This is an optimization exercise on Yosys and OpenROAD, whose aim is small area, a short achievable clock period and few clock cycles per item, not a production implementation. In this exercise RTL edits were held to simulation tests only and were not proved equivalent to the original. Power figures rest on the tool's default switching activity, not on a simulated workload.

## pq_engine
module pq_engine (
  input  wire         clk,
  input  wire         rst_n,
  input  wire         in_valid,
  output wire         in_ready,
  input  wire [63:0] in_data,
  input  wire [4:0]   in_lost_a,
  input  wire [4:0]   in_lost_b,
  output wire         out_valid,
  input  wire         out_ready,
  output reg  [63:0] out_a,
  output reg  [63:0] out_b
);
  function [7:0] gf_mul;
    input [7:0] a;
    input [7:0] b;
    integer i;
    reg [7:0] p, x;
    begin
      p = 8'h00;
      x = a;
      for (i = 0; i < 8; i = i + 1) begin
        if (b[i]) p = p ^ x;
        x = {x[6:0], 1'b0} ^ (x[7] ? 8'h1d : 8'h00);
      end
      gf_mul = p;
    end
  endfunction
  function [7:0] mul_g;
    input [7:0] x;
    mul_g = {x[6:0], 1'b0} ^ (x[7] ? 8'h1d : 8'h00);
  endfunction
  function [7:0] mul_ginv;
    input [7:0] x;
    mul_ginv = {1'b0, x[7:1]} ^ (x[0] ? 8'h8e : 8'h00);
  endfunction
  function [7:0] mul_g29;
    input [7:0] x;
    reg t8, t9, t10;
    begin
      t8  = x[3] ^ x[6];
      t9  = x[4] ^ x[7];
      t10 = x[5] ^ t8;
      mul_g29 = {t8 ^ x[2], x[1] ^ x[2] ^ x[5], x[0] ^ x[1] ^ t9, x[0] ^ t8,
                 t10, t9 ^ t10, x[4] ^ x[5], x[3] ^ t9};
    end
  endfunction
  reg        acc_st;     
  reg        solve_st;   
  reg        out_st;     
  reg [4:0]  unit;       
  reg [4:0]  la, lb;
  reg [7:0]  k1, k2;     
  assign in_ready  = acc_st;
  assign out_valid = out_st;
  wire       accept = in_valid & acc_st;
  wire       first  = (unit == 5'd0);
  wire       clr    = accept & (first | (unit == 5'd1 & (la == 5'd0 | lb == 5'd0)));
  wire       take   = accept & (first | ~((unit == la) | (unit == lb)));
  ...
Settings: LEC_CHECK=0, CAP_MARGIN=20, CORE_MARGIN=2, CORE_UTILIZATION=30, SLEW_MARGIN=20; clock period 12.0 ns.
standard.sh (not shown) runs the stock make flow with config.mk's settings and CLKGATE_MAP_FILE= SYNTH_SCRIPT=/design/flow/synth_recipe.tcl, a recipe that flattens the netlist after the stock synthesis.
==> flow/flow/run.sh <==
#!/bin/bash
# The standard layout, with repair_timing aimed at a setup slack of
# SETUP_SLACK_MARGIN (so paths are sped up well past the 12 ns clock) and
# faster port buffers. The SDC and every other step are the standard flow's own.
set -euo pipefail
bash standard.sh SETUP_SLACK_MARGIN=8.7 \
  "BUFFER_PORTS_ARGS=-buffer_cell sky130_fd_sc_hd__buf_2" finish > standard.log 2>&1
Testbench counts at the start, summed over its fixed seeds: cycles 65,600, items 1,600.
Rerun with:
--- a/flow/flow/run.sh
+++ b/flow/flow/run.sh
@@ -6 +6 @@
-bash standard.sh SETUP_SLACK_MARGIN=8.7 \
+bash standard.sh SETUP_SLACK_MARGIN=8.45 \
Effect:
- The new run completed with no timing, DRC or antenna violations
- critical path depth drops by 14
- sequential cell count stays the same
- total power drops by 16%
- area after synthesis does not change
- clock power drops by about 1%
Rerun with:
--- a/flow/flow/run.sh
+++ b/flow/flow/run.sh
@@ -7 +7 @@
-  "BUFFER_PORTS_ARGS=-buffer_cell sky130_fd_sc_hd__buf_2" finish > standard.log 2>&1
+  "BUFFER_PORTS_ARGS=-buffer_cell sky130_fd_sc_hd__buf_1" finish > standard.log 2>&1
CORE_UTILIZATION = 55   (was 30)
CTS_CLUSTER_DIAMETER = 200   (was unset)
CTS_CLUSTER_SIZE = 50   (was unset)
Result: Utilization came out higher by 29 points. Sequential cell count is unchanged. Power came out lower by a few percent. Worst setup slack loses 0.092 ns. Die area came out lower by well over a third. Final cell count came out lower by roughly a tenth. Hold slack is about the same. Cell area came out lower by a few percent.
Rerun with:
--- a/flow/flow/run.sh
+++ b/flow/flow/run.sh
@@ -6 +6 @@
-bash standard.sh SETUP_SLACK_MARGIN=8.45 \
+bash standard.sh SETUP_SLACK_MARGIN=8.6 \
CTS_CLUSTER_DIAMETER = unset   (was 200)
CTS_CLUSTER_SIZE = unset   (was 50)
=> The new run ran to the end with no violations. Total power grows by 11%. Final area grows by about 12%. Critical path depth grows by 2. Cell count grows by about 6%. Utilization grows by 7.6 points. Global-route usage grows by 2.5 points. Worst setup slack improves by 0.16 ns. Routed wire length grows by about 13%.

## afterwards: timing with drivers on the ports
How much do the figures lean on ideal ports? The routed layouts below were timed once more, with nothing changed but the port constraints. Step 1: set_driving_cell puts a clkbuf_16 on clk and a buf_2 on each other input, an assumption about the parent block. Step 2 times the ports against the registers' clock, not the clock port: input delays grow and output delays shrink by t, the midpoint of the rising clock arrivals with the driver on. a / b / c = ideal / step 1 / step 2; a / b = the first two.
| run | shift t [ns] | setup slack, ns | latest minus earliest clock arrival (ns) | worst slew at a driven data input, ns |
|---|---|---|---|---|
| the first run | 0.502 | 8.567 / 8.535 / 8.096 | 0.017 / 0.018 | 0.09 |
| the second run | 0.491 | 8.484 / 8.429 / 8.093 | 0.013 / 0.013 | 0.08 |
| the third run | 0.481 | 8.392 / 8.392 / 8.044 | 0.014 / 0.014 | 0.08 |
| the fourth run | 0.489 | 8.550 / 8.537 / 8.097 | 0.015 / 0.015 | 0.09 |
After both steps setup and hold are still met in every run listed. The setup slack of the first run, which loses most, moves by -0.032 ns with the drivers and by -0.471 ns with both steps.
